This design comes from an exercise in tuning for small area, a short achievable clock period and few clock cycles per item on the open sky130 flow, not from production work. No run shown here included a check of the RTL's function; only the layout flow was run.

[design.v]
module aes_sbox_a (
    input  wire [7:0]  a,
    output wire [17:0] m      
);
    wire U0, U1, U2, U3, U4, U5, U6, U7;
    wire T1, T2, T3, T4, T5, T6, T7, T8, T9, T10, T11, T12, T13, T14, T15, T16, T17, T18, T19, T20, T21, T22, T23, T24, T25, T26, T27, M1, M2, M3, M4, M5, M6, M7, M8, M9, M10, M11, M12, M13, M14, M15, M16, M17, M18, M19, M20, M21, M22, M23, M24, M25, M26, M27, M28, M29, M30, M31, M32, M33, M34, M35, M36, M37, M38, M39, M40, M41, M42, M43, M44, M45, M46, M47, M48, M49, M50, M51, M52, M53, M54, M55, M56, M57, M58, M59, M60, M61, M62, M63;
    assign {U0, U1, U2, U3, U4, U5, U6, U7} = a;
    assign T1 = U0 ^ U3;
    assign T2 = U0 ^ U5;
    assign T3 = U0 ^ U6;
    assign T4 = U3 ^ U5;
    assign T5 = U4 ^ U6;
    assign T6 = T1 ^ T5;
    assign T7 = U1 ^ U2;
    assign T8 = U7 ^ T6;
    assign T9 = U7 ^ T7;
    assign T10 = T6 ^ T7;
    assign T11 = U1 ^ U5;
    assign T12 = U2 ^ U5;
    assign T13 = T3 ^ T4;
    assign T14 = T6 ^ T11;
    assign T15 = T5 ^ T11;
    assign T16 = T5 ^ T12;
    assign T17 = T9 ^ T16;
    assign T18 = U3 ^ U7;
    assign T19 = T7 ^ T18;
    assign T20 = T1 ^ T19;
    assign T21 = U6 ^ U7;
    assign T22 = T7 ^ T21;
    assign T23 = T2 ^ T22;
    assign T24 = T2 ^ T10;
    assign T25 = T20 ^ T17;
    assign T26 = T3 ^ T16;
    assign T27 = T1 ^ T12;
    assign M1 = T13 & T6;
    assign M2 = T23 & T8;
    assign M3 = T14 ^ M1;
    assign M4 = T19 & U7;
    assign M5 = M4 ^ M1;
    assign M6 = T3 & T16;
    assign M7 = T22 & T9;
    assign M8 = T26 ^ M6;
    assign M9 = T20 & T17;
    assign M10 = M9 ^ M6;
    assign M11 = T1 & T15;
    assign M12 = T4 & T27;
    assign M13 = M12 ^ M11;
    assign M14 = T2 & T10;
    assign M15 = M14 ^ M11;
    assign M16 = M3 ^ M2;
    assign M17 = M5 ^ T24;
    assign M18 = M8 ^ M7;
    assign M19 = M10 ^ M15;
    assign M20 = M16 ^ M13;
    assign M21 = M17 ^ M15;
    assign M22 = M18 ^ M13;
    assign M23 = M19 ^ T25;
    assign M24 = M22 ^ M23;
    assign M25 = M22 & M20;
    assign M26 = M21 ^ M25;
    assign M27 = M20 ^ M21;
    assign M28 = M23 ^ M25;
    assign M29 = M28 & M27;
    assign M30 = M26 & M24;
    assign M31 = M20 & M23;
    assign M32 = M27 & M31;
    assign M33 = M27 ^ M25;
    assign M34 = M21 & M22;
    assign M35 = M24 & M34;
    assign M36 = M24 ^ M25;
    assign M37 = M21 ^ M29;
    assign M38 = M32 ^ M33;
    assign M39 = M23 ^ M30;
    assign M40 = M35 ^ M36;
    assign M41 = M38 ^ M40;
    assign M42 = M37 ^ M39;
    assign M43 = M37 ^ M38;
    assign M44 = M39 ^ M40;
    assign M45 = M42 ^ M41;
    assign M46 = M44 & T6;
    assign M47 = M40 & T8;
    assign M48 = M39 & U7;
    assign M49 = M43 & T16;
    assign M50 = M38 & T9;
    assign M51 = M37 & T17;
    assign M52 = M42 & T15;
    assign M53 = M45 & T27;
    assign M54 = M41 & T10;
    assign M55 = M44 & T13;
    assign M56 = M40 & T23;
    assign M57 = M39 & T19;
    assign M58 = M43 & T3;
    assign M59 = M38 & T22;
    assign M60 = M37 & T20;
    assign M61 = M42 & T1;
    assign M62 = M45 & T4;
    assign M63 = M41 & T2;
    assign m = {M46, M47, M48, M49, M50, M51, M52, M53, M54, M55, M56, M57, M58, M59, M60, M61, M62, M63};
endmodule
module aes_sbox_b (
    input  wire [17:0] m,
    output wire [7:0]  ye
);
    wire M46, M47, M48, M49, M50, M51, M52, M53, M54, M55, M56, M57, M58, M59, M60, M61, M62, M63;
    assign {M46, M47, M48, M49, M50, M51, M52, M53, M54, M55, M56, M57, M58, M59, M60, M61, M62, M63} = m;
    wire L0, L1, L2, L3, L4, L5, L6, L7, L8, L9, L10, L11, L12, L13, L14, L15, L16, L17, L18, L19, L20, L21, L22, L23, L24, L25, L26, L27, L28, L29, S0, S1, S2, S3, S4, S5, S6, S7;
    assign L0 = M61 ^ M62;
    assign L1 = M50 ^ M56;
    assign L2 = M46 ^ M48;
    assign L3 = M47 ^ M55;
    assign L4 = M54 ^ M58;
    assign L5 = M49 ^ M61;
    assign L6 = M62 ^ L5;
    assign L7 = M46 ^ L3;
    assign L8 = M51 ^ M59;
    assign L9 = M52 ^ M53;
    assign L10 = M53 ^ L4;
    assign L11 = M60 ^ L2;
    assign L12 = M48 ^ M51;
    assign L13 = M50 ^ L0;
    assign L14 = M52 ^ M61;
    assign L15 = M55 ^ L1;
    assign L16 = M56 ^ L0;
    assign L17 = M57 ^ L1;
    assign L18 = M58 ^ L8;
    assign L19 = M63 ^ L4;
    assign L20 = L0 ^ L1;
    assign L21 = L1 ^ L7;
    assign L22 = L3 ^ L12;
    assign L23 = L18 ^ L2;
    assign L24 = L15 ^ L9;
    assign L25 = L6 ^ L10;
    assign L26 = L7 ^ L9;
    assign L27 = L8 ^ L10;
    assign L28 = L11 ^ L14;
    assign L29 = L11 ^ L17;
    assign S0 = L6 ^ L24;
    assign S1 = ~(L16 ^ L26);
    assign S2 = ~(L19 ^ L28);
    assign S3 = L6 ^ L21;
    assign S4 = L20 ^ L22;
    assign S5 = L25 ^ L29;
    assign S6 = ~(L13 ^ L27);
    assign S7 = ~(L6 ^ L23);
    assign ye = {S0, S1, S2, S3, S4, S5, S6, S7};
endmodule
module aes_sbox_bd (
    input  wire [17:0] m,
    output wire [7:0]  ye,
    output wire [7:0]  yd
);
    wire M46, M47, M48, M49, M50, M51, M52, M53, M54, M55, M56, M57, M58, M59, M60, M61, M62, M63;
    assign {M46, M47, M48, M49, M50, M51, M52, M53, M54, M55, M56, M57, M58, M59, M60, M61, M62, M63} = m;
    wire L0, L1, L2, L3, L4, L5, L6, L7, L8, L9, L10, L11, L12, L13, L14, L15, L16, L17, L18, L19, L20, L21, L22, L23, L24, L25, L26, L27, L28, L29, S0, S1, S2, S3, S4, S5, S6, S7;
    assign L0 = M61 ^ M62;
    assign L1 = M50 ^ M56;
    assign L2 = M46 ^ M48;
    assign L3 = M47 ^ M55;
    assign L4 = M54 ^ M58;
    assign L5 = M49 ^ M61;
    assign L6 = M62 ^ L5;
    assign L7 = M46 ^ L3;
    assign L8 = M51 ^ M59;
    assign L9 = M52 ^ M53;
    assign L10 = M53 ^ L4;
    assign L11 = M60 ^ L2;
    assign L12 = M48 ^ M51;
    assign L13 = M50 ^ L0;
    assign L14 = M52 ^ M61;
    assign L15 = M55 ^ L1;
    assign L16 = M56 ^ L0;
    assign L17 = M57 ^ L1;
    assign L18 = M58 ^ L8;
    assign L19 = M63 ^ L4;
    assign L20 = L0 ^ L1;
    assign L21 = L1 ^ L7;
    assign L22 = L3 ^ L12;
    assign L23 = L18 ^ L2;
    assign L24 = L15 ^ L9;
    assign L25 = L6 ^ L10;
    assign L26 = L7 ^ L9;
    assign L27 = L8 ^ L10;
    assign L28 = L11 ^ L14;
    assign L29 = L11 ^ L17;
    assign S0 = L6 ^ L24;
    assign S1 = ~(L16 ^ L26);
    assign S2 = ~(L19 ^ L28);
    assign S3 = L6 ^ L21;
    assign S4 = L20 ^ L22;
    assign S5 = L25 ^ L29;
    assign S6 = ~(L13 ^ L27);
    assign S7 = ~(L6 ^ L23);
    assign ye = {S0, S1, S2, S3, S4, S5, S6, S7};
    assign yd[7] = M49 ^ M51 ^ M52 ^ M54 ^ M58 ^ M59 ^ M61 ^ M62;
    assign yd[6] = M47 ^ M48 ^ M49 ^ M50 ^ M52 ^ M54 ^ M55 ^ M56 ^ M59 ^ M60 ^ M61 ^ M63;
    assign yd[5] = M47 ^ M48 ^ M49 ^ M50 ^ M52 ^ M54 ^ M56 ^ M57 ^ M58 ^ M60 ^ M61 ^ M62;
    assign yd[4] = M46 ^ M48 ^ M52 ^ M54 ^ M58 ^ M59 ^ M61 ^ M62;
    assign yd[3] = M46 ^ M48 ^ M50 ^ M51 ^ M52 ^ M53 ^ M56 ^ M57 ^ M58 ^ M59 ^ M61 ^ M63;
    assign yd[2] = M46 ^ M47 ^ M50 ^ M51 ^ M52 ^ M54 ^ M58 ^ M59 ^ M61 ^ M62;
    assign yd[1] = M49 ^ M50 ^ M52 ^ M53 ^ M58 ^ M59 ^ M61 ^ M62;
    assign yd[0] = M55 ^ M57 ^ M61 ^ M63;
endmodule
module aes_ain (
    input  wire [7:0] a,
    output wire [7:0] y
);
    assign y[7] = a[6] ^ a[4] ^ a[1];
    assign y[6] = a[5] ^ a[3] ^ a[0];
    assign y[5] = a[7] ^ a[4] ^ a[2];
    assign y[4] = a[6] ^ a[3] ^ a[1];
    assign y[3] = a[5] ^ a[2] ^ a[0];
    assign y[2] = ~(a[7] ^ a[4] ^ a[1]);
    assign y[1] = a[6] ^ a[3] ^ a[0];
    assign y[0] = ~(a[7] ^ a[5] ^ a[2]);
endmodule
module aes_mc (input wire [31:0] a, output wire [31:0] y);
    wire t0, t1, t2, t3, t4, t5, t6, t7, t8, t9, t10, t11, t12, t13, t14, t15, t16, t17, t18, t19, t20, t21, t22, t23, t24, t25, t26, t27, t28, t29, t30, t31, t32, t33, t34, t35, t36, t37, t38, t39, t40, t41, t42, t43, t44, t45, t46, t47, t48, t49, t50, t51, t52, t53, t54, t55, t56, t57, t58, t59, t60, t61, t62, t63, t64, t65, t66, t67, t68, t69, t70, t71, t72, t73, t74, t75, t76, t77, t78, t79, t80, t81, t82, t83, t84, t85, t86, t87, t88, t89, t90, t91, t92, t93, t94, t95, t96, t97, t98, t99, t100, t101, t102, t103, t104, t105, t106, t107;
    assign t0 = a[31] ^ a[7];
    assign t1 = a[15] ^ a[23];
    assign t2 = a[15] ^ a[7];
    assign t3 = a[23] ^ a[31];
    assign t4 = a[16] ^ a[24];
    assign t5 = a[17] ^ a[25];
    assign t6 = a[10] ^ a[18];
    assign t7 = a[11] ^ a[19];
    assign t8 = a[2] ^ a[26];
    assign t9 = a[12] ^ a[20];
    assign t10 = a[27] ^ a[3];
    assign t11 = a[13] ^ a[21];
    assign t12 = a[28] ^ a[4];
    assign t13 = a[14] ^ a[22];
    assign t14 = a[29] ^ a[5];
    assign t15 = a[30] ^ a[6];
    assign t16 = a[0] ^ a[8];
    assign t17 = a[1] ^ a[9];
    assign t18 = a[8] ^ t0;
    assign t19 = t4 ^ t18;
    assign t20 = a[0] ^ a[24];
    assign t21 = a[9] ^ t0;
    assign t22 = t20 ^ t5;
    assign t23 = t21 ^ t22;
    assign t24 = a[1] ^ a[25];
    assign t25 = a[26] ^ t24;
    assign t26 = t6 ^ t25;
    assign t27 = a[27] ^ t0;
    assign t28 = t7 ^ t8;
    assign t29 = t27 ^ t28;
    assign t30 = a[28] ^ t0;
    assign t31 = t10 ^ t9;
    assign t32 = t30 ^ t31;
    assign t33 = a[29] ^ t11;
    assign t34 = t12 ^ t33;
    assign t35 = a[30] ^ t13;
    assign t36 = t14 ^ t35;
    assign t37 = a[31] ^ t1;
    assign t38 = t15 ^ t37;
    assign t39 = a[0] ^ t2;
    assign t40 = t4 ^ t39;
    assign t41 = a[1] ^ t16;
    assign t42 = t2 ^ t5;
    assign t43 = t41 ^ t42;
    assign t44 = a[18] ^ t17;
    assign t45 = t8 ^ t44;
    assign t46 = a[10] ^ a[19];
    assign t47 = a[2] ^ t10;
    assign t48 = t2 ^ t46;
    assign t49 = t47 ^ t48;
    assign t50 = a[11] ^ a[20];
    assign t51 = a[3] ^ t12;
    assign t52 = t2 ^ t50;
    assign t53 = t51 ^ t52;
    assign t54 = a[12] ^ a[21];
    assign t55 = a[4] ^ t14;
    assign t56 = t54 ^ t55;
    assign t57 = a[13] ^ a[22];
    assign t58 = a[5] ^ t15;
    assign t59 = t57 ^ t58;
    assign t60 = a[14] ^ a[23];
    assign t61 = a[6] ^ t0;
    assign t62 = t60 ^ t61;
    assign t63 = a[24] ^ t1;
    assign t64 = t16 ^ t63;
    assign t65 = a[16] ^ a[25];
    assign t66 = a[8] ^ t1;
    assign t67 = t17 ^ t65;
    assign t68 = t66 ^ t67;
    assign t69 = a[10] ^ a[17];
    assign t70 = a[9] ^ t69;
    assign t71 = t8 ^ t70;
    assign t72 = a[11] ^ t1;
    assign t73 = t10 ^ t6;
    assign t74 = t72 ^ t73;
    assign t75 = a[12] ^ t1;
    assign t76 = t12 ^ t7;
    assign t77 = t75 ^ t76;
    assign t78 = a[13] ^ t14;
    assign t79 = t9 ^ t78;
    assign t80 = a[14] ^ t11;
    assign t81 = t15 ^ t80;
    assign t82 = a[15] ^ t0;
    assign t83 = t13 ^ t82;
    assign t84 = a[16] ^ t16;
    assign t85 = t3 ^ t84;
    assign t86 = a[17] ^ t17;
    assign t87 = t3 ^ t4;
    assign t88 = t86 ^ t87;
    assign t89 = a[2] ^ t5;
    assign t90 = t6 ^ t89;
    assign t91 = a[18] ^ a[26];
    assign t92 = a[3] ^ t3;
    assign t93 = t7 ^ t91;
    assign t94 = t92 ^ t93;
    assign t95 = a[19] ^ a[27];
    assign t96 = a[4] ^ t3;
    assign t97 = t9 ^ t95;
    assign t98 = t96 ^ t97;
    assign t99 = a[20] ^ a[28];
    assign t100 = a[5] ^ t11;
    assign t101 = t99 ^ t100;
    assign t102 = a[21] ^ a[29];
    assign t103 = a[6] ^ t102;
    assign t104 = t13 ^ t103;
    assign t105 = a[22] ^ a[30];
    assign t106 = a[7] ^ t1;
    assign t107 = t105 ^ t106;
    assign y[0] = t19;
    assign y[1] = t23;
    assign y[2] = t26;
    assign y[3] = t29;
    assign y[4] = t32;
    assign y[5] = t34;
    assign y[6] = t36;
    assign y[7] = t38;
    assign y[8] = t40;
    assign y[9] = t43;
    assign y[10] = t45;
    assign y[11] = t49;
    assign y[12] = t53;
    assign y[13] = t56;
    assign y[14] = t59;
    assign y[15] = t62;
    assign y[16] = t64;
    assign y[17] = t68;
    assign y[18] = t71;
    assign y[19] = t74;
    assign y[20] = t77;
    assign y[21] = t79;
    assign y[22] = t81;
    assign y[23] = t83;
    assign y[24] = t85;
    assign y[25] = t88;
    assign y[26] = t90;
    assign y[27] = t94;
    assign y[28] = t98;
    assign y[29] = t101;
    assign y[30] = t104;
    assign y[31] = t107;
endmodule
module aes_imc_ain (input wire [31:0] a, output wire [31:0] y);
    wire t0, t1, t2, t3, t4, t5, t6, t7, t8, t9, t10, t11, t12, t13, t14, t15, t16, t17, t18, t19, t20, t21, t22, t23, t24, t25, t26, t27, t28, t29, t30, t31, t32, t33, t34, t35, t36, t37, t38, t39, t40, t41, t42, t43, t44, t45, t46, t47, t48, t49, t50, t51, t52, t53, t54, t55, t56, t57, t58, t59, t60, t61, t62, t63, t64, t65, t66, t67, t68, t69, t70, t71, t72, t73, t74, t75, t76, t77, t78, t79, t80, t81, t82, t83, t84, t85, t86, t87, t88, t89, t90, t91, t92, t93, t94, t95, t96, t97, t98, t99, t100, t101, t102, t103, t104, t105, t106, t107, t108, t109, t110, t111, t112, t113, t114, t115, t116, t117, t118, t119, t120, t121, t122, t123, t124, t125, t126, t127, t128, t129, t130, t131, t132, t133, t134, t135, t136, t137, t138, t139, t140, t141, t142, t143, t144, t145, t146, t147, t148, t149, t150, t151, t152, t153, t154, t155, t156, t157, t158, t159, t160, t161, t162, t163, t164, t165, t166, t167, t168, t169, t170, t171, t172, t173, t174, t175, t176, t177, t178, t179, t180, t181, t182, t183, t184, t185, t186, t187, t188, t189, t190, t191, t192, t193, t194, t195, t196, t197, t198, t199, t200, t201, t202, t203, t204, t205, t206, t207, t208, t209, t210, t211, t212, t213, t214, t215, t216, t217, t218, t219, t220, t221, t222, t223, t224, t225, t226, t227, t228, t229, t230, t231, t232, t233;
    assign t0 = a[2] ^ a[5];
    assign t1 = a[26] ^ a[29];
    assign t2 = a[18] ^ a[21];
    assign t3 = a[10] ^ a[13];
    assign t4 = a[15] ^ a[31];
    assign t5 = a[3] ^ a[6];
    assign t6 = a[27] ^ a[30];
    assign t7 = a[19] ^ a[22];
    assign t8 = a[23] ^ a[7];
    assign t9 = a[11] ^ a[14];
    assign t10 = a[16] ^ a[20];
    assign t11 = a[0] ^ a[4];
    assign t12 = a[24] ^ a[28];
    assign t13 = a[12] ^ a[8];
    assign t14 = a[1] ^ t0;
    assign t15 = a[25] ^ t1;
    assign t16 = a[9] ^ t3;
    assign t17 = a[17] ^ t2;
    assign t18 = t4 ^ t5;
    assign t19 = t6 ^ t8;
    assign t20 = t11 ^ t7;
    assign t21 = t12 ^ t9;
    assign t22 = a[12] ^ t14;
    assign t23 = a[20] ^ t16;
    assign t24 = t10 ^ t17;
    assign t25 = a[25] ^ a[30];
    assign t26 = a[17] ^ a[22];
    assign t27 = t11 ^ t6;
    assign t28 = t20 ^ t4;
    assign t29 = t21 ^ t8;
    assign t30 = a[1] ^ a[6];
    assign t31 = a[11] ^ t13;
    assign t32 = t13 ^ t5;
    assign t33 = a[4] ^ t15;
    assign t34 = a[9] ^ t2;
    assign t35 = t7 ^ t9;
    assign t36 = a[14] ^ t12;
    assign t37 = a[0] ^ a[19];
    assign t38 = a[13] ^ a[29];
    assign t39 = t10 ^ t18;
    assign t40 = a[14] ^ a[3];
    assign t41 = t1 ^ t26;
    assign t42 = a[23] ^ a[24];
    assign t43 = a[25] ^ a[8];
    assign t44 = t43 ^ t5;
    assign t45 = t14 ^ t44;
    assign t46 = t1 ^ t10;
    assign t47 = t16 ^ t27;
    assign t48 = a[1] ^ a[28];
    assign t49 = t3 ^ t9;
    assign t50 = a[21] ^ a[5];
    assign t51 = a[27] ^ a[8];
    assign t52 = a[22] ^ a[6];
    assign t53 = t0 ^ t25;
    assign t54 = a[0] ^ a[31];
    assign t55 = a[15] ^ a[16];
    assign t56 = a[16] ^ a[9];
    assign t57 = t17 ^ t32;
    assign t58 = a[5] ^ t13;
    assign t59 = a[6] ^ t19;
    assign t60 = t12 ^ t7;
    assign t61 = a[23] ^ t25;
    assign t62 = t37 ^ t38;
    assign t63 = t61 ^ t62;
    assign t64 = t22 ^ t39;
    assign t65 = t63 ^ t64;
    assign t66 = a[20] ^ a[30];
    assign t67 = t11 ^ t40;
    assign t68 = t66 ^ t14;
    assign t69 = t41 ^ t67;
    assign t70 = t68 ^ t69;
    assign t71 = t2 ^ t42;
    assign t72 = t14 ^ t18;
    assign t73 = t27 ^ t71;
    assign t74 = t72 ^ t73;
    assign t75 = a[31] ^ a[7];
    assign t76 = t12 ^ t75;
    assign t77 = t20 ^ t76;
    assign t78 = t45 ^ t77;
    assign t79 = a[4] ^ a[9];
    assign t80 = t79 ^ t8;
    assign t81 = t46 ^ t80;
    assign t82 = t45 ^ t81;
    assign t83 = a[16] ^ a[2];
    assign t84 = a[3] ^ a[31];
    assign t85 = t83 ^ t84;
    assign t86 = t41 ^ t85;
    assign t87 = t47 ^ t86;
    assign t88 = a[22] ^ a[29];
    assign t89 = t11 ^ t48;
    assign t90 = t5 ^ t88;
    assign t91 = t17 ^ t19;
    assign t92 = t49 ^ t89;
    assign t93 = t90 ^ t91;
    assign t94 = t92 ^ t93;
    assign t95 = a[18] ^ a[29];
    assign t96 = a[30] ^ t95;
    assign t97 = t96 ^ t22;
    assign t98 = t28 ^ t29;
    assign t99 = t97 ^ t98;
    assign t100 = a[31] ^ t30;
    assign t101 = t50 ^ t51;
    assign t102 = t100 ^ t101;
    assign t103 = t102 ^ t23;
    assign t104 = t29 ^ t103;
    assign t105 = a[28] ^ t52;
    assign t106 = t105 ^ t16;
    assign t107 = t31 ^ t53;
    assign t108 = t106 ^ t107;
    assign t109 = t1 ^ t54;
    assign t110 = t8 ^ t9;
    assign t111 = t109 ^ t110;
    assign t112 = t16 ^ t32;
    assign t113 = t111 ^ t112;
    assign t114 = a[1] ^ a[7];
    assign t115 = t114 ^ t13;
    assign t116 = t55 ^ t9;
    assign t117 = t115 ^ t116;
    assign t118 = t117 ^ t47;
    assign t119 = a[12] ^ a[17];
    assign t120 = t119 ^ t3;
    assign t121 = t4 ^ t56;
    assign t122 = t120 ^ t121;
    assign t123 = t14 ^ t21;
    assign t124 = t122 ^ t123;
    assign t125 = a[10] ^ a[11];
    assign t126 = a[24] ^ a[7];
    assign t127 = t125 ^ t126;
    assign t128 = t127 ^ t53;
    assign t129 = t128 ^ t57;
    assign t130 = a[30] ^ t18;
    assign t131 = t34 ^ t35;
    assign t132 = t58 ^ t130;
    assign t133 = t131 ^ t33;
    assign t134 = t132 ^ t133;
    assign t135 = a[26] ^ t58;
    assign t136 = t135 ^ t23;
    assign t137 = t28 ^ t59;
    assign t138 = t136 ^ t137;
    assign t139 = a[28] ^ a[7];
    assign t140 = t139 ^ t38;
    assign t141 = t40 ^ t56;
    assign t142 = t140 ^ t141;
    assign t143 = t17 ^ t142;
    assign t144 = t28 ^ t143;
    assign t145 = a[14] ^ a[19];
    assign t146 = a[30] ^ a[4];
    assign t147 = t145 ^ t146;
    assign t148 = t3 ^ t30;
    assign t149 = t147 ^ t148;
    assign t150 = t149 ^ t24;
    assign t151 = a[7] ^ a[8];
    assign t152 = t0 ^ t10;
    assign t153 = t151 ^ t4;
    assign t154 = t152 ^ t153;
    assign t155 = t17 ^ t35;
    assign t156 = t154 ^ t155;
    assign t157 = a[15] ^ a[9];
    assign t158 = t10 ^ t157;
    assign t159 = t42 ^ t7;
    assign t160 = t158 ^ t159;
    assign t161 = t160 ^ t57;
    assign t162 = a[17] ^ a[20];
    assign t163 = a[24] ^ a[25];
    assign t164 = t162 ^ t163;
    assign t165 = t2 ^ t8;
    assign t166 = t16 ^ t164;
    assign t167 = t165 ^ t20;
    assign t168 = t166 ^ t167;
    assign t169 = a[15] ^ a[18];
    assign t170 = t10 ^ t169;
    assign t171 = t30 ^ t37;
    assign t172 = t15 ^ t170;
    assign t173 = t171 ^ t49;
    assign t174 = t172 ^ t173;
    assign t175 = a[13] ^ a[17];
    assign t176 = t175 ^ t35;
    assign t177 = t46 ^ t176;
    assign t178 = t22 ^ t59;
    assign t179 = t177 ^ t178;
    assign t180 = a[13] ^ a[14];
    assign t181 = a[2] ^ a[28];
    assign t182 = t13 ^ t180;
    assign t183 = t181 ^ t18;
    assign t184 = t182 ^ t19;
    assign t185 = t183 ^ t184;
    assign t186 = t24 ^ t185;
    assign t187 = a[15] ^ a[24];
    assign t188 = t187 ^ t26;
    assign t189 = t50 ^ t188;
    assign t190 = t19 ^ t31;
    assign t191 = t189 ^ t190;
    assign t192 = t33 ^ t191;
    assign t193 = a[12] ^ a[27];
    assign t194 = t193 ^ t52;
    assign t195 = t15 ^ t194;
    assign t196 = t34 ^ t36;
    assign t197 = t195 ^ t196;
    assign t198 = t3 ^ t55;
    assign t199 = t15 ^ t19;
    assign t200 = t198 ^ t60;
    assign t201 = t199 ^ t200;
    assign t202 = a[17] ^ a[23];
    assign t203 = t10 ^ t202;
    assign t204 = t54 ^ t6;
    assign t205 = t15 ^ t203;
    assign t206 = t204 ^ t21;
    assign t207 = t205 ^ t206;
    assign t208 = a[0] ^ a[17];
    assign t209 = t13 ^ t2;
    assign t210 = t208 ^ t4;
    assign t211 = t48 ^ t6;
    assign t212 = t15 ^ t209;
    assign t213 = t210 ^ t211;
    assign t214 = t212 ^ t213;
    assign t215 = a[14] ^ a[23];
    assign t216 = a[26] ^ a[9];
    assign t217 = t2 ^ t215;
    assign t218 = t216 ^ t51;
    assign t219 = t14 ^ t217;
    assign t220 = t218 ^ t60;
    assign t221 = t219 ^ t220;
    assign t222 = a[21] ^ a[25];
    assign t223 = t0 ^ t222;
    assign t224 = t6 ^ t7;
    assign t225 = t18 ^ t223;
    assign t226 = t224 ^ t36;
    assign t227 = t225 ^ t226;
    assign t228 = t23 ^ t227;
    assign t229 = a[10] ^ a[21];
    assign t230 = a[22] ^ t229;
    assign t231 = t230 ^ t29;
    assign t232 = t33 ^ t39;
    assign t233 = t231 ^ t232;
    assign y[0] = ~t65;
    assign y[1] = t70;
    assign y[2] = ~t74;
    assign y[3] = t78;
    assign y[4] = t82;
    assign y[5] = t87;
    assign y[6] = t94;
    assign y[7] = t99;
    assign y[8] = ~t104;
    assign y[9] = t108;
    assign y[10] = ~t113;
    assign y[11] = t118;
    assign y[12] = t124;
    assign y[13] = t129;
    assign y[14] = t134;
    assign y[15] = t138;
    assign y[16] = ~t144;
    assign y[17] = t150;
    assign y[18] = ~t156;
    assign y[19] = t161;
    assign y[20] = t168;
    assign y[21] = t174;
    assign y[22] = t179;
    assign y[23] = t186;
    assign y[24] = ~t192;
    assign y[25] = t197;
    assign y[26] = ~t201;
    assign y[27] = t207;
    assign y[28] = t214;
    assign y[29] = t221;
    assign y[30] = t228;
    assign y[31] = t233;
endmodule
module aes_sbox_bk (
    input  wire [17:0] m,      
    input  wire [7:0]  k,
    output wire [7:0]  ye,
    output wire [7:0]  ydk
);
    wire M46, M47, M48, M49, M50, M51, M52, M53, M54, M55, M56, M57, M58, M59, M60, M61, M62, M63;
    assign {M46, M47, M48, M49, M50, M51, M52, M53, M54, M55, M56, M57, M58, M59, M60, M61, M62, M63} = m;
    wire L0, L1, L2, L3, L4, L5, L6, L7, L8, L9, L10, L11, L12, L13, L14, L15, L16, L17, L18, L19, L20, L21, L22, L23, L24, L25, L26, L27, L28, L29, S0, S1, S2, S3, S4, S5, S6, S7;
    assign L0 = M61 ^ M62;
    assign L1 = M50 ^ M56;
    assign L2 = M46 ^ M48;
    assign L3 = M47 ^ M55;
    assign L4 = M54 ^ M58;
    assign L5 = M49 ^ M61;
    assign L6 = M62 ^ L5;
    assign L7 = M46 ^ L3;
    assign L8 = M51 ^ M59;
    assign L9 = M52 ^ M53;
    assign L10 = M53 ^ L4;
    assign L11 = M60 ^ L2;
    assign L12 = M48 ^ M51;
    assign L13 = M50 ^ L0;
    assign L14 = M52 ^ M61;
    assign L15 = M55 ^ L1;
    assign L16 = M56 ^ L0;
    assign L17 = M57 ^ L1;
    assign L18 = M58 ^ L8;
    assign L19 = M63 ^ L4;
    assign L20 = L0 ^ L1;
    assign L21 = L1 ^ L7;
    assign L22 = L3 ^ L12;
    assign L23 = L18 ^ L2;
    assign L24 = L15 ^ L9;
    assign L25 = L6 ^ L10;
    assign L26 = L7 ^ L9;
    assign L27 = L8 ^ L10;
    assign L28 = L11 ^ L14;
    assign L29 = L11 ^ L17;
    assign S0 = L6 ^ L24;
    assign S1 = ~(L16 ^ L26);
    assign S2 = ~(L19 ^ L28);
    assign S3 = L6 ^ L21;
    assign S4 = L20 ^ L22;
    assign S5 = L25 ^ L29;
    assign S6 = ~(L13 ^ L27);
    assign S7 = ~(L6 ^ L23);
    assign ye = {S0, S1, S2, S3, S4, S5, S6, S7};
    wire q0, q1, q2, q3, q4, q5, q6, q7, q8, q9, q10, q11, q12, q13, q14, q15, q16, q17, q18, q19, q20, q21, q22, q23, q24, q25, q26, q27, q28, q29, q30, q31, q32, q33, q34, q35, q36, q37, q38, q39, q40, q41, q42, q43, q44, q45, q46;
    assign q0 = M52 ^ M61;
    assign q1 = M58 ^ q0;
    assign q2 = M59 ^ q1;
    assign q3 = M54 ^ M62;
    assign q4 = M47 ^ M50;
    assign q5 = M48 ^ M56;
    assign q6 = M49 ^ q3;
    assign q7 = M55 ^ M63;
    assign q8 = M59 ^ q5;
    assign q9 = M60 ^ q4;
    assign q10 = M46 ^ q3;
    assign q11 = M50 ^ M53;
    assign q12 = k[7] ^ M51;
    assign q13 = q12 ^ q6;
    assign q14 = q13 ^ q2;
    assign q15 = k[6] ^ M49;
    assign q16 = M54 ^ q0;
    assign q17 = q15 ^ q7;
    assign q18 = q16 ^ q17;
    assign q19 = q8 ^ q9;
    assign q20 = q18 ^ q19;
    assign q21 = k[5] ^ M57;
    assign q22 = q21 ^ q5;
    assign q23 = q1 ^ q22;
    assign q24 = q6 ^ q9;
    assign q25 = q23 ^ q24;
    assign q26 = k[4] ^ M48;
    assign q27 = q26 ^ q10;
    assign q28 = q2 ^ q27;
    assign q29 = k[3] ^ M46;
    assign q30 = M51 ^ M57;
    assign q31 = M63 ^ q11;
    assign q32 = q29 ^ q30;
    assign q33 = q1 ^ q31;
    assign q34 = q32 ^ q8;
    assign q35 = q33 ^ q34;
    assign q36 = k[2] ^ M51;
    assign q37 = q36 ^ q4;
    assign q38 = q10 ^ q37;
    assign q39 = q2 ^ q38;
    assign q40 = k[1] ^ M49;
    assign q41 = M62 ^ q11;
    assign q42 = q40 ^ q41;
    assign q43 = q2 ^ q42;
    assign q44 = k[0] ^ M57;
    assign q45 = M61 ^ q44;
    assign q46 = q7 ^ q45;
    assign ydk[7] = q14;
    assign ydk[6] = q20;
    assign ydk[5] = q25;
    assign ydk[4] = q28;
    assign ydk[3] = q35;
    assign ydk[2] = q39;
    assign ydk[1] = q43;
    assign ydk[0] = q46;
endmodule
module aes_cell (
    input  wire         clk,
    input  wire         rst,           
    input  wire         in_valid,
    output wire         in_ready,
    input  wire         in_decrypt,    
    input  wire         in_key256,     
    input  wire [255:0] in_key,
    input  wire [127:0] in_block,
    output reg          out_valid,
    output reg  [127:0] out_block
);
    function [7:0] xt;
        input [7:0] a;
        xt = {a[6:0], 1'b0} ^ (a[7] ? 8'h1b : 8'h00);
    endfunction
    function [7:0] xtinv;       
        input [7:0] a;
        xtinv = a[0] ? ({1'b1, a[7:1]} ^ 8'h0d) : {1'b0, a[7:1]};
    endfunction
    function [127:0] shiftrows;
        input [127:0] s;
        integer i;
        begin
            for (i = 0; i < 16; i = i + 1)
                shiftrows[127 - 8 * i -: 8] = s[127 - 8 * ((i % 4) + 4 * (((i / 4) + (i % 4)) % 4)) -: 8];
        end
    endfunction
    function [127:0] invshiftrows;
        input [127:0] s;
        integer i;
        begin
            for (i = 0; i < 16; i = i + 1)
                invshiftrows[127 - 8 * i -: 8] = s[127 - 8 * ((i % 4) + 4 * (((i / 4) + 4 - (i % 4)) % 4)) -: 8];
        end
    endfunction
    reg  [127:0] q_st, q_kt;
    reg  [255:0] q_kw;
    reg  [31:0]  q_ks;
    reg          q_ks1;         
    reg          q_busy, q_dec, q_k256, q_pre, q_ark, q_par;
    reg  [3:0]   q_cnt;
    reg  [7:0]   q_rc;
    reg  [1:0]   q_tag;
    reg  [287:0] p_m;           
    reg  [71:0]  p_km;          
    reg  [255:0] p_kw;
    reg          p_busy, p_dec, p_k256, p_pre, p_ark, p_par;
    reg  [3:0]   p_cnt;
    reg  [7:0]   p_rc;
    reg  [1:0]   p_tag;
    genvar g;
    wire [127:0] x1 = q_st ^ q_kt;
    wire [31:0]  ks1 = q_ks1 ? q_kw[31:0] : q_ks;
    wire [287:0] m1;
    wire [71:0]  km1;
    generate
        for (g = 0; g < 16; g = g + 1) begin : g_s1
            aes_sbox_a u_sa (.a(x1[127 - 8 * g -: 8]), .m(m1[287 - 18 * g -: 18]));
        end
        for (g = 0; g < 4; g = g + 1) begin : g_k1
            aes_sbox_a u_ka (.a(ks1[31 - 8 * g -: 8]), .m(km1[71 - 18 * g -: 18]));
        end
    endgenerate
    always @(posedge clk) begin
        p_m    <= {m1[287:128], q_pre ? q_st : m1[127:0]};
        p_km   <= km1;
        p_kw   <= q_kw;
        p_dec  <= q_dec;
        p_k256 <= q_k256;
        p_pre  <= q_pre;
        p_ark  <= q_ark;
        p_par  <= q_par;
        p_cnt  <= q_cnt;
        p_rc   <= q_rc;
        p_tag  <= q_tag;
    end
    wire [127:0] sbe;           
    wire [127:0] dk;            
    wire [31:0]  ks_sub;
    generate
        for (g = 0; g < 16; g = g + 1) begin : g_s2
            aes_sbox_bk u_sb (.m(p_m[287 - 18 * g -: 18]), .k(p_kw[255 - 8 * g -: 8]),
                              .ye(sbe[127 - 8 * g -: 8]), .ydk(dk[127 - 8 * g -: 8]));
        end
        for (g = 0; g < 4; g = g + 1) begin : g_k2
            aes_sbox_b u_kb (.m(p_km[71 - 18 * g -: 18]), .ye(ks_sub[31 - 8 * g -: 8]));
        end
    endgenerate
    wire [31:0] h0 = p_kw[255:224], h1 = p_kw[223:192], h2 = p_kw[191:160], h3 = p_kw[159:128];
    wire [31:0] l0 = p_kw[127:96],  l1 = p_kw[95:64],   l2 = p_kw[63:32],   l3 = p_kw[31:0];
    wire [31:0] ks_t = p_par ? {ks_sub[23:16] ^ p_rc, ks_sub[15:0], ks_sub[31:24]} : ks_sub;
    wire [31:0] h01 = h0 ^ h1, h012 = h01 ^ h2, h0123 = h012 ^ h3;
    wire [127:0] kf = {h0 ^ ks_t, h01 ^ ks_t, h012 ^ ks_t, h0123 ^ ks_t};
    wire [31:0] b0 = p_k256 ? l0 : h0, b1 = p_k256 ? l1 : h1, b2 = p_k256 ? l2 : h2, b3 = p_k256 ? l3 : h3;
    wire [127:0] kb = {b0 ^ ks_t, b1 ^ b0, b2 ^ b1, b3 ^ b2};
    wire [127:0] mc, dnext_s;
    generate
        for (g = 0; g < 4; g = g + 1) begin : g_mix
            aes_mc      u_mc  (.a(sbe[127 - 32 * g -: 32]), .y(mc[127 - 32 * g -: 32]));
            aes_imc_ain u_imc (.a(dk[127 - 32 * g -: 32]),  .y(dnext_s[127 - 32 * g -: 32]));
        end
    endgenerate
    wire [127:0] dnext = invshiftrows(dnext_s);
    wire [127:0] blk_s = invshiftrows(invshiftrows(p_m[127:0]));
    wire [127:0] blk_a;
    generate
        for (g = 0; g < 16; g = g + 1) begin : g_ain_blk
            aes_ain u_ain (.a(blk_s[127 - 8 * g -: 8]), .y(blk_a[127 - 8 * g -: 8]));
        end
    endgenerate
    wire [127:0] lo_s = invshiftrows(p_kw[127:0]);
    wire [127:0] lo_a0;
    generate
        for (g = 0; g < 16; g = g + 1) begin : g_ain
            aes_ain u_ain (.a(lo_s[127 - 8 * g -: 8]), .y(lo_a0[127 - 8 * g -: 8]));
        end
    endgenerate
    wire [127:0] lo_a = lo_a0 ^ {16{8'h05}};
    wire last    = (p_cnt == (p_k256 ? 4'd14 : 4'd10));
    wire lastpre = (p_cnt == (p_k256 ? 4'd13 : 4'd10));
    wire fin     = p_busy && !p_pre && last;    
    wire q_last  = (q_cnt == (q_k256 ? 4'd14 : 4'd10));
    reg    rdy;
    assign in_ready = rdy;
    wire   accept   = in_ready && in_valid;
    always @(posedge clk) begin
        if (in_ready) begin
            q_st   <= shiftrows(in_block);
            q_kt   <= shiftrows(in_key[255:128]);
            q_kw   <= in_key;       
            q_ks   <= in_key[159:128];
            q_ks1  <= in_key256;
            q_dec  <= in_decrypt;
            q_k256 <= in_key256;
            q_pre  <= in_decrypt;
            q_ark  <= 1'b0;
            q_par  <= 1'b1;
            q_cnt  <= 4'd1;
            q_rc   <= 8'h01;
            q_tag  <= wr_tag;
        end else begin
            q_dec  <= p_dec;
            q_k256 <= p_k256;
            q_tag  <= p_tag;
            q_cnt  <= p_cnt + 4'd1;
            q_par  <= p_k256 ? !p_par : p_par;
            q_pre  <= p_pre;
            q_ark  <= p_ark;
            q_rc   <= p_rc;
            q_kw   <= p_kw;
            q_st   <= p_m[127:0];
            q_kt   <= 128'h0;
            q_ks1  <= 1'b0;
            if (p_pre && p_ark) begin
                q_kt  <= lo_a;
                q_st  <= blk_a;
                q_pre <= 1'b0;
                q_ark <= 1'b0;
                q_cnt <= 4'd1;
                q_par <= 1'b1;
                q_ks  <= p_k256 ? h3 : (h3 ^ h2);
            end else if (p_pre) begin
                q_kw <= (p_k256 || lastpre) ? {p_kw[127:0], kf} : {kf, kf};
                q_ks <= kf[31:0];
                if (lastpre) begin
                    q_ark <= 1'b1;
                    if (!p_k256) q_rc <= xtinv(p_rc);
                end else if (p_par) begin
                    q_rc <= xt(p_rc);
                end
            end else if (p_dec) begin
                q_kw <= {kb, p_kw[255:128]};
                q_ks <= p_k256 ? (l3 ^ l2) : (h3 ^ h1);
                if (p_par) q_rc <= xtinv(p_rc);
                q_st <= dnext;
            end else begin
                q_kw <= p_k256 ? {p_kw[127:0], kf} : {kf, kf};
                q_kt <= shiftrows(p_k256 ? p_kw[127:0] : kf);
                q_ks <= kf[31:0];
                if (p_par) q_rc <= xt(p_rc);
                q_st <= shiftrows(mc);
            end
        end
    end
    reg  [127:0] rb0, rb1;
    reg  [1:0]   rb_v;
    reg  [1:0]   rb0_tag, rb1_tag;
    reg  [1:0]   rd_tag, wr_tag;
    reg  [1:0]   n_open;        
    wire [127:0] res   = p_dec ? dk : (sbe ^ (p_k256 ? p_kw[127:0] : kf));
    wire         byp   = fin && (p_tag == rd_tag);
    wire         from_rb = rd_tag[0] ? (rb_v[1] && rb1_tag == rd_tag) : (rb_v[0] && rb0_tag == rd_tag);
    wire         load  = byp || from_rb;
    wire [1:0]   n_open_nx = n_open + (accept ? 2'd1 : 2'd0) - (load ? 2'd1 : 2'd0);
    always @(posedge clk) begin
        out_block <= byp ? res : (rd_tag[0] ? rb1 : rb0);
        if (fin && !byp && !p_tag[0]) begin rb0 <= res; rb0_tag <= p_tag; end
        if (fin && !byp &&  p_tag[0]) begin rb1 <= res; rb1_tag <= p_tag; end
    end
    always @(posedge clk) begin
        if (rst) begin
            q_busy    <= 1'b0;
            p_busy    <= 1'b0;
            rb_v      <= 2'b00;
            rd_tag    <= 2'd0;
            wr_tag    <= 2'd0;
            n_open    <= 2'd0;
            rdy       <= 1'b1;
            out_valid <= 1'b0;
        end else begin
            p_busy    <= q_busy;
            q_busy    <= in_ready ? in_valid : (p_busy && !fin);
            if (accept) wr_tag <= wr_tag + 2'd1;
            if (load)   rd_tag <= rd_tag + 2'd1;
            out_valid <= load;
            n_open    <= n_open_nx;
            rdy       <= (!q_busy || (!q_pre && q_last)) && (n_open_nx != 2'd3);
            rb_v      <= (rb_v & ~((!byp && from_rb) ? (rd_tag[0] ? 2'b10 : 2'b01) : 2'b00))
                              | ((fin && !byp) ? (p_tag[0] ? 2'b10 : 2'b01) : 2'b00);
        end
    end
endmodule
[flow/run.sh]
#!/bin/bash
# Own layout flow: the standard ORFS flow, except that
#  - synthesis maps the combinational logic with the ABC script in
#    flow/abc.script instead of ORFS's, and
#  - repair_timing aims for the setup margin in flow/margin.txt (ns below the
#    12 ns clock), so that the design is sized for a shorter achieved period.
# The clock period, SDC and everything else are the standard flow's.
set -euo pipefail
W=$PWD
MARGIN=$(cat "$W/flow/margin.txt")
cat > "$W/own_synth.tcl" <<EOF2
proc abc {args} {
  set i [lsearch -exact \$args -script]
  if {\$i >= 0} { set args [lreplace \$args [expr {\$i + 1}] [expr {\$i + 1}] $W/flow/abc.script] }
  puts "own_synth: abc with \$args"
  yosys abc {*}\$args
}
source $W/synth_recipe.tcl
EOF2
sed "s#SYNTH_SCRIPT=[^ ]*#SYNTH_SCRIPT=$W/own_synth.tcl#" standard.sh > own_standard.sh
grep -q "own_synth.tcl" own_standard.sh
bash own_standard.sh SETUP_SLACK_MARGIN=$MARGIN finish > "$W/flow_make.log" 2>&1
[flow/abc.script]
strash
dch
map -a
[flow/margin.txt]
8.0
[standard.sh]
#!/bin/bash
# synth_recipe.tcl (not shown) runs the flow's synth.tcl, then flattens the netlist and writes it again
# the make line also repeats each setting of config.mk as NAME=value (left out here)
make -C /OpenROAD-flow-scripts/flow DESIGN_CONFIG=/design/flow/config.mk WORK_HOME=/design/flow/orfs CLKGATE_MAP_FILE= SYNTH_SCRIPT=/design/flow/synth_recipe.tcl "${@:-finish}"
[config.mk]
export PLATFORM = sky130hd
export DESIGN_NAME = aes_cell
export DESIGN_NICKNAME = aes_cell
export VERILOG_FILES = /design/flow/design.v
export SDC_FILE = /design/flow/constraint.sdc
export NUM_CORES = 8
export LEC_CHECK = 0
export CAP_MARGIN = 20
export CORE_MARGIN = 2
export CORE_UTILIZATION = 40
export PLACE_DENSITY = 0.6
export SLEW_MARGIN = 20
[constraint.sdc]
create_clock -name core_clock -period 12.0 [get_ports {clk}]
set_input_delay 2.4000 -clock core_clock [delete_from_list [all_inputs] [get_ports {clk}]]
set_output_delay 2.4000 -clock core_clock [all_outputs]
set_load 0.01 [all_outputs]
==> qor.yml, run 1 <==
syn2layout_area_growth_pct: 27.88
cp-end-kind: "flop"
outcome: "timing/DRC/antenna clean"
ctsRootBufferMaster: "clkbuf_16"
synth.distinct_cells: 46
slowest_delay_ns: 0.45
syn_area_mm2: 0.1069
finalSetupViolations: 0
r2r_cells: 11
cts_tree: "built"
tightest_slew_ns: 1.338
synth_top_area_share_pct: 25.07
yosys_warnings: 1
worstSetupPathType: "flop to flop"
synth_edf_count: 260
hp-start: "q_kw[243]"
wire_per_inst_um: 30.64
cts_buffers: 197
chipWidth_um: 521.0
die_h_um: 521.0
clk_pin_slew_ns: 0.07
hold_class: "flop to flop"
vias_per_cell: 5.723
cts_sinks: 1599
remaining_drc_errors: 0
antenna_found_initial: 58
critPathLaunch: "p_k256"
grt_pass1_wl_um: 779400
whs_path_depth: 0
crit_chain: "clkinv_8 -> o21ai_0 -> nor2_1 -> buf_4 -> nor2_4 -> inv_8 -> buf_16 -> o21ai_0 -> nand3_1 -> o21ai_0 -> o21ai_0"
postRouteAntennaNets: 0
port_buffers: 518
grt_max_degree: 120
cts_buffer_depth: 4
num_rows: 189
avgSynthCellArea_um2: 7.609
slew_viol_final: 0
crit_family: "compound AO/OA/AOI/OAI gates"
fin_tns_setup_ns: 0
dp.cells: 18294
crit_top_cell: "o21ai_0"
ys_ff_latch: 1599
drive_above_1_share_pct: 16.33
final_common_cell: "nand2_1"
layout_common_cells: "2227 x nand2_1, 1796 x xor2_1, 1239 x o21ai_0, 1237 x xnor2_1, 1165 x dfxtp_1"
ys_top_cells_by_area: "dfxtp_1 25%, xor2_1 18%, xnor2_1 12%"
path_depth: 11
syn_nets: 14485
gp_congestion: 1.116
fin_cells: 19009
vias: 108798
rsz0062_at_grt: "yes"
synthFlopType: "dfxtp_1"
timing.hold.ws_ns: 0.3177
seq_area_frac_synth_pct: 32.37
hold_viol_final: 0
worst_ep_required_time_ns: 12.77
totalWireLength_um: 582500
skew_ns: 0.07462
post-synth-top-area-cell: "dfxtp_1"
cp_max_fo: 111
grtUsageTotal_pct: 40.98
core_area_mm2: 0.2656
htreeDepth: 4
grt_pass1_vias: 97705
grt_overflow: 0
die_area_mm2: 0.2715
rr_startpoint: "p_k256"
cp_slowest_cell: "dfxtp_4"
relSlewSlack_pct: 10.15
startpoint_type: "flop"
nets: 15722
drtIter0Drc: 15225
start_util_pct: 40.26
drt-pass1-iter-count: 6
synthCells: 14052
reg2reg_slack_ns: 7.83
io-pin-count: 519
path_buf_inv: 4
crit_arrival_ns: 4.94
pre_cts_slack_ns: 6.285
fmax_mhz: 239.8
period_needed_ns: 4.171
maxCapViolations: 0
setup_ws_ns: 7.829
insertion_delay_ns: 0.93
min_period_over_period_pct: 34.76
async_flop_share_pct: 0
dp_hpwl_um: 460000
kinds of logic after synthesis:
kind of cell,synth area share [%]
and+or+nand+nor,15.99
xor gates and xnor gates,29.58
AOI/OAI and AO/OA,17.24
DFF,32.37
buffers and inverters,4.290
adders and majority gates,0.5149
muxes,0.01872
worst paths after layout:
path                     to
setup reg to reg  q_kw[172]
setup / recovery  q_kw[172]
hold / removal    p_kw[243]
hold reg to reg   p_kw[243]
registers in the layout, indices dropped and copies added (netlist names), 4 cells and up:
signal     cells
q_st         128
q_rc           8
p_m          288
p_cnt          4
p_kw         256
q_cnt          4
p_km          72
out_block    128
q_ks          32
rb0          128
p_rc           8
rb1          128
q_kt         128
q_kw         256
synthesized netlist by cell type (all sizes together) (75+ instances only):
| cell | number |
|---|---|
| nand3 | 288 |
| o21ai | 1491 |
| nand2 | 2447 |
| xnor2 | 1428 |
| or2 | 313 |
| xor2 | 2183 |
| o221ai | 75 |
| edfxtp | 260 |
| nor2 | 1106 |
| clkinv | 1222 |
| o211ai | 83 |
| dfxtp | 1339 |
| a21oi | 1169 |
| a31oi | 253 |
layout make-up:
| cell class | instances | area (µm²) |
|---|---|---|
| fillers | 25868 | 128800 |
| multi-input cells | 11231 | 76140 |
| flip-flops and latches | 1599 | 34940 |
| repair buffers | 1038 | 9524 |
| clock buffers | 270 | 5643 |
| inverters | 1222 | 4798 |
| well taps | 3533 | 4420 |
| clock inverters | 85 | 1197 |
| diodes | 31 | 77.57 |
metrics by stage:
step	util, %	instance area, µm²
after detailed placement	44.54	118300
after global routing	51.46	136700
after global placement	44.53	118300
final	51.49	136700
after floorplan	-	107000
after CTS	49.33	131000
routing by layer:
metal	part of all wire (%)	GRT usage, %	vias to the layer above	routed length, µm
li1	-	-	48706	-
met1	39	53.65	51247	227400
met2	39	56.01	7278	225200
met3	13	12.26	1547	74910
met4	9.4	31.37	20	54860
met5	0.022	0	-	131
repair_timing:
item | CTS | global route
buffers inserted | 132 | 194
gates resized for setup | 1163 | 809
pin swaps | 119 | 228
endpoints found under the setup margin | 952 | 598
cloned | 1 | 2
hold buffers | 0 | 0
==> run 2: changes to the inputs <==
--- a/design.v
+++ b/design.v
@@ -770,14 +770,15 @@
     reg  [255:0] q_kw;
     reg  [31:0]  q_ks;
     reg          q_ks1;         
-    reg          q_busy, q_dec, q_k256, q_pre, q_ark, q_par;
+    reg          q_busy, q_dec, q_k256, q_pre, q_par;
+    reg          q_done;        
     reg  [3:0]   q_cnt;
     reg  [7:0]   q_rc;
     reg  [1:0]   q_tag;
     reg  [287:0] p_m;           
     reg  [71:0]  p_km;          
     reg  [255:0] p_kw;
-    reg          p_busy, p_dec, p_k256, p_pre, p_ark, p_par;
+    reg          p_busy, p_dec, p_k256, p_pre, p_par, p_done;
     reg  [3:0]   p_cnt;
     reg  [7:0]   p_rc;
     reg  [1:0]   p_tag;
@@ -795,13 +796,13 @@
         end
     endgenerate
     always @(posedge clk) begin
-        p_m    <= {m1[287:128], q_pre ? q_st : m1[127:0]};
+        p_m    <= {m1[287:128], (q_pre || q_done) ? q_st : m1[127:0]};
+        p_done <= q_done;
         p_km   <= km1;
         p_kw   <= q_kw;
         p_dec  <= q_dec;
         p_k256 <= q_k256;
         p_pre  <= q_pre;
-        p_ark  <= q_ark;
         p_par  <= q_par;
         p_cnt  <= q_cnt;
         p_rc   <= q_rc;
@@ -841,17 +842,17 @@
             aes_ain u_ain (.a(blk_s[127 - 8 * g -: 8]), .y(blk_a[127 - 8 * g -: 8]));
         end
     endgenerate
-    wire [127:0] lo_s = invshiftrows(p_kw[127:0]);
-    wire [127:0] lo_a0;
+    wire [127:0] kf_s = invshiftrows(kf);
+    wire [127:0] kf_a0;
     generate
         for (g = 0; g < 16; g = g + 1) begin : g_ain
-            aes_ain u_ain (.a(lo_s[127 - 8 * g -: 8]), .y(lo_a0[127 - 8 * g -: 8]));
+            aes_ain u_ain (.a(kf_s[127 - 8 * g -: 8]), .y(kf_a0[127 - 8 * g -: 8]));
         end
     endgenerate
-    wire [127:0] lo_a = lo_a0 ^ {16{8'h05}};
+    wire [127:0] kf_a = kf_a0 ^ {16{8'h05}};
     wire last    = (p_cnt == (p_k256 ? 4'd14 : 4'd10));
     wire lastpre = (p_cnt == (p_k256 ? 4'd13 : 4'd10));
-    wire fin     = p_busy && !p_pre && last;    
+    wire fin     = p_busy && !p_pre && !p_done && last;    
     wire q_last  = (q_cnt == (q_k256 ? 4'd14 : 4'd10));
     reg    rdy;
     assign in_ready = rdy;
@@ -866,37 +867,38 @@
             q_dec  <= in_decrypt;
             q_k256 <= in_key256;
             q_pre  <= in_decrypt;
-            q_ark  <= 1'b0;
             q_par  <= 1'b1;
             q_cnt  <= 4'd1;
             q_rc   <= 8'h01;
             q_tag  <= wr_tag;
+            q_done <= 1'b0;
         end else begin
+            q_done <= p_done;
             q_dec  <= p_dec;
             q_k256 <= p_k256;
             q_tag  <= p_tag;
             q_cnt  <= p_cnt + 4'd1;
             q_par  <= p_k256 ? !p_par : p_par;
             q_pre  <= p_pre;
-            q_ark  <= p_ark;
             q_rc   <= p_rc;
             q_kw   <= p_kw;
             q_st   <= p_m[127:0];
             q_kt   <= 128'h0;
             q_ks1  <= 1'b0;
-            if (p_pre && p_ark) begin
-                q_kt  <= lo_a;
-                q_st  <= blk_a;
-                q_pre <= 1'b0;
-                q_ark <= 1'b0;
-                q_cnt <= 4'd1;
-                q_par <= 1'b1;
-                q_ks  <= p_k256 ? h3 : (h3 ^ h2);
+            if (p_done) begin
+            end else if (hold) begin
+                q_st   <= res;
+                q_done <= 1'b1;
             end else if (p_pre) begin
                 q_kw <= (p_k256 || lastpre) ? {p_kw[127:0], kf} : {kf, kf};
                 q_ks <= kf[31:0];
                 if (lastpre) begin
-                    q_ark <= 1'b1;
+                    q_kt  <= kf_a;
+                    q_st  <= blk_a;
+                    q_pre <= 1'b0;
+                    q_cnt <= 4'd1;
+                    q_par <= 1'b1;
+                    q_ks  <= p_k256 ? l3 : (h3 ^ h2);
                     if (!p_k256) q_rc <= xtinv(p_rc);
                 end else if (p_par) begin
                     q_rc <= xt(p_rc);
@@ -915,26 +917,38 @@
             end
         end
     end
-    reg  [127:0] rb0, rb1;
-    reg  [1:0]   rb_v;
-    reg  [1:0]   rb0_tag, rb1_tag;
+    reg  [127:0] rb;
+    reg          rb_v;
+    reg  [1:0]   rb_tag;
     reg  [1:0]   rd_tag, wr_tag;
     reg  [1:0]   n_open;        
-    wire [127:0] res   = p_dec ? dk : (sbe ^ (p_k256 ? p_kw[127:0] : kf));
-    wire         byp   = fin && (p_tag == rd_tag);
-    wire         from_rb = rd_tag[0] ? (rb_v[1] && rb1_tag == rd_tag) : (rb_v[0] && rb0_tag == rd_tag);
-    wire         load  = byp || from_rb;
+    wire [127:0] res     = p_dec ? dk : (sbe ^ (p_k256 ? p_kw[127:0] : kf));
+    wire         p_next  = (p_tag == rd_tag);
+    wire         byp     = fin && p_next;                       
+    wire         from_p  = p_busy && p_done && p_next;          
+    wire         from_rb = rb_v && (rb_tag == rd_tag);
+    wire         to_rb   = fin && !p_next && !rb_v;
+    wire         hold    = fin && !p_next && rb_v;              
+    wire         load    = byp || from_p || from_rb;
+    wire         p_free  = !p_busy || byp || to_rb || from_p;   
+    wire [1:0]   rd_nx   = rd_tag + (load ? 2'd1 : 2'd0);
+    wire         rb_v_nx = to_rb || (rb_v && !from_rb);
     wire [1:0]   n_open_nx = n_open + (accept ? 2'd1 : 2'd0) - (load ? 2'd1 : 2'd0);
+    wire         q_fin   = q_busy && !q_pre && !q_done && q_last;
+    wire         q_free  = !q_busy || (q_fin && (q_tag == rd_nx || !rb_v_nx))
+                                   || (q_done && q_tag == rd_nx);
     always @(posedge clk) begin
-        out_block <= byp ? res : (rd_tag[0] ? rb1 : rb0);
-        if (fin && !byp && !p_tag[0]) begin rb0 <= res; rb0_tag <= p_tag; end
-        if (fin && !byp &&  p_tag[0]) begin rb1 <= res; rb1_tag <= p_tag; end
+        out_block <= from_rb ? rb : from_p ? p_m[127:0] : res;
+        if (to_rb) begin
+            rb     <= res;
+            rb_tag <= p_tag;
+        end
     end
     always @(posedge clk) begin
         if (rst) begin
             q_busy    <= 1'b0;
             p_busy    <= 1'b0;
-            rb_v      <= 2'b00;
+            rb_v      <= 1'b0;
             rd_tag    <= 2'd0;
             wr_tag    <= 2'd0;
             n_open    <= 2'd0;
@@ -942,14 +956,13 @@
             out_valid <= 1'b0;
         end else begin
             p_busy    <= q_busy;
-            q_busy    <= in_ready ? in_valid : (p_busy && !fin);
+            q_busy    <= in_ready ? in_valid : (p_busy && !p_free);
             if (accept) wr_tag <= wr_tag + 2'd1;
-            if (load)   rd_tag <= rd_tag + 2'd1;
+            rd_tag    <= rd_nx;
             out_valid <= load;
             n_open    <= n_open_nx;
-            rdy       <= (!q_busy || (!q_pre && q_last)) && (n_open_nx != 2'd3);
-            rb_v      <= (rb_v & ~((!byp && from_rb) ? (rd_tag[0] ? 2'b10 : 2'b01) : 2'b00))
-                              | ((fin && !byp) ? (p_tag[0] ? 2'b10 : 2'b01) : 2'b00);
+            rb_v      <= rb_v_nx;
+            rdy       <= q_free && (n_open_nx != 2'd3);
         end
     end
 endmodule
==> flow/abc.script (replaced) <==
&get -n
&st
&dch
&nf
&put
==> run 2 against run 1 <==
Sequential cell count shrank 131; synthesized area fell by 0.85%; die area fell by 0.85%; still clean; maximum frequency fell by 0.36%; cell count fell by 13%; count of clock-buffer cells in the layout shrank 28; sequential share of layout area shrank 2.8 points; utilization grew 1.0 points; critical path type unchanged; non-clock buffer count rose by 218; critical path depth is 2 higher.
==> qor.yml, run 2 <==
avgSynthCellArea_um2: 9.342  # +23%
rr_endpoint: "q_kt[71]"
rsz0062_at_grt: "yes"
vias_per_cell: 6.090  # +6.4%
worstSetupPathType: "flop to flop"
cts_hold_buffers: 0  # unchanged
post_dp_cell_area_mm2: 0.1190  # +0.64%
synth.most_common_cell: "xnor2_1"
start_util_pct: 40.10  # -0.16 points
crit_arrival_ns: 5.00  # +0.06 ns
drive_above_1_share_pct: 19.02  # +2.7 points
met3RoutedLength_um: 69410  # -7.3%
hold_viol_final: 0  # unchanged
grt_max_degree: 178  # +48%
skew_ns: 0.06396  # -0.01066 ns
top_register: "p_m"
yosys_warnings: 1  # unchanged
largest_reg_flops: 288  # unchanged
reg2reg_slack_ns: 7.81  # about the same
fin_area_mm2: 0.1388  # +1.5%
clk_pin_slew_ns: 0.06  # about the same
r2r_cells: 13  # +2
synth.distinct_cells: 59  # +28%
whs_path_depth: 0  # unchanged
chipWidth_um: 518.8  # -0.42%
ys_top_cells_by_area: "dfxtp_1 25%, xnor2_1 23%, xor2_1 9.5%"
dp.cells: 15748  # -14%
cp_max_fo: 37  # -67%
synth_commonest_cells: "2772 x xnor2_1, 1306 x dfxtp_1, 1262 x o21ai_0, 1154 x xor2_1, 974 x nor2_1"
finalSetupViolations: 0  # unchanged
grt_pass1_vias: 94939  # -2.8%
nets: 13224  # -16%
slew_viol_final: 0  # unchanged
finalCoreUtilization_pct: 52.50  # +1.0 points
remaining_drc_errors: 0  # unchanged
outcome: "timing/DRC/antenna clean"
worst_ep_required_time_ns: 12.81  # +0.04 ns
insertion_delay_ns: 0.94  # about the same
min_period_over_period_pct: 34.88  # +0.12 points
num_rows: 189  # unchanged
tightest_slew_ns: 1.223  # -0.1152 ns
syn_area_mm2: 0.1060  # -0.85%
gp_congestion: 1.030  # -7.7%
layout_common_cells: "2291 x xnor2_1, 1156 x o21ai_0, 1029 x dfxtp_1, 957 x nand2_1, 949 x nor2_1"
startpoint_type: "flop"
pre_cts_slack_ns: 6.252  # -0.03356 ns
reg_top3: "p_m x288, p_kw x256, q_kw x256"
fin_cells: 16506  # -13%
port_buffers: 518  # unchanged
vias: 100522  # -7.6%
io-pin-count: 519  # unchanged
core_area_mm2: 0.2644  # -0.45%
drtIter0Drc: 14555  # -4.4%
cp-end-kind: "flop"
cts_sinks: 1468  # -8.2%
antenna_found_initial: 62  # +6.9%
synthFlopType: "dfxtp_1"
top_layer: "met5"
grt_pass1_wl_um: 818400  # +5.0%
ys_ff_latch: 1468  # -8.2%
relSlewSlack_pct: 18.47  # +8.3 points
cts_tree: "built"
dp_hpwl_um: 467200  # +1.6%
htreeDepth: 4  # unchanged
syn_nets: 11782  # -19%
drt-pass1-iter-count: 7  # +1
synth_edf_count: 162  # -38%
die_area_mm2: 0.2692  # -0.85%
seqCellArea_mm2: 0.03156  # -9.7%
async_flop_share_pct: 0  # unchanged
maxCapViolations: 0  # unchanged
critPathLaunch: "p_k256"
hold_class: "flop to flop"
wl_met1_um: 237000  # +4.2%
multi_input_area_mm2: 0.08457  # +11%
period_needed_ns: 4.186  # +0.01487 ns
syn2layout_area_growth_pct: 30.92
synthCells: 11348  # -19%
grt_overflow: 0  # unchanged
postRouteAntennaNets: 0  # unchanged
fmax_mhz: 238.9  # -0.36%
grtUsageTotal_pct: 43.60  # +2.6 points
post-synth-top-area-cell: "dfxtp_1"
totalWireLength_um: 611400  # +5.0%
synth_top_area_share_pct: 24.66  # -0.41 points
cp-endpoint: "q_kt[71]"
cts_buffer_depth: 4  # unchanged
n_fill_cell: 24391  # -5.7%
setup_ws_ns: 7.814  # -0.01487 ns
ctsRootBufferMaster: "clkbuf_16"
die_h_um: 518.8  # -0.42%
cts_buffers: 182  # -7.6%
wire_per_inst_um: 37.04  # +21%
wl_met2_um: 251000  # +11%
seq_area_frac_synth_pct: 29.25  # -3.1 points
rr_startpoint: "p_k256"
final_common_cell: "xnor2_1"
## run 2: area by class of cell
class / instances / area share, %
timing repair buffer: 1256 / 8.321
clock inverter: 92 / 0.7645
sequential: 1468 / 22.74
antenna: 33 / 0.05950
tap: 3533 / 3.185
inverter: 134 / 0.3804
multi-input combinational: 9748 / 60.93
clock buffer: 242 / 3.619
## run 2: worst max-delay path, cell delays in order, from the launching register on
cell and delay (ns):
dfxtp_4 0.37, xnor2_1 0.12, and2_1 0.21, nand4_1 0.24, nor2_4 0.11, and2_4 0.23, nor2_4 0.39, buf_4 0.41
buf_8 0.36, nand2_8 0.32, buf_12 0.33, a21oi_1 0.31, o21ai_0 0.14, nand2_1 0.22
## run 2: kinds of logic after synthesis
group	synth area share, %
AOI/OAI and AO/OA	17.44
xor gates and xnor gates	42.44
adders and majority gates	0.5311
buffers and inverters	0.4744
DFF	29.25
muxes	1.893
and+or+nand+nor	7.977
## run 2: how the worst min path moves through the flow
stage / startpoint / to / slack [ns]
2_1_floorplan: q_dec / p_dec / 0.31
3_3_place_gp: q_kw[142] / p_kw[142] / 0.31
3_5_place_dp: q_kw[142] / p_kw[142] / 0.31
4_1_cts: q_kw[83] / p_kw[83] / 0.31
5_1_grt: q_kw[150] / p_kw[150] / 0.32
6_report: q_kw[83] / p_kw[83] / 0.31
## run 2: routing by layer
metal / vias up / track usage, %
li1: 42567 / -
met1: 49461 / 57.08
met2: 6865 / 63.22
met3: 1593 / 10.46
met4: 36 / 29.90
met5: - / 0
## run 2: timing repair
item | in CTS | in global routing
cloned | 2 | 1
buffers inserted | 152 | 235
setup endpoints to repair | 1142 | 419
gates resized for setup | 1442 | 669
pin swaps | 110 | 193
## run 2: per-stage QoR
step / setup TNS (ns) / hold slack (ns)
2_1_floorplan: -386.54 / 0.3089
3_3_place_gp: 0 / 0.3096
3_5_place_dp: 0 / 0.3121
4_1_cts: 0 / 0.3052
5_1_grt: 0 / 0.3154
6_report: 0 / 0.3060

==> afterwards: timing with drivers on the ports <==
Ports are ideal in the flow. The routed layouts listed here were re-timed in OpenROAD.
Step 1 assumes that a clkbuf_16 drives the clock port and a buf_2 every other input.
Step 2 also shifts input and output timing later by t, the mid clock arrival at the registers, as if the neighbouring blocks saw the same clock.
Slacks: ideal / step 1 / step 2; pairs: ideal / step 1.
run	shift t [ns]	setup WS [ns]	cell pins on the clock port's net
run 1	1.002	7.829 / 7.829 / 7.734	1
run 2	1.012	7.814 / 7.814 / 7.814	1
After both steps every run listed still meets setup and hold. The setup slack of run 1, which loses most, moves by 0.000 ns with the drivers and by -0.095 ns with both steps.
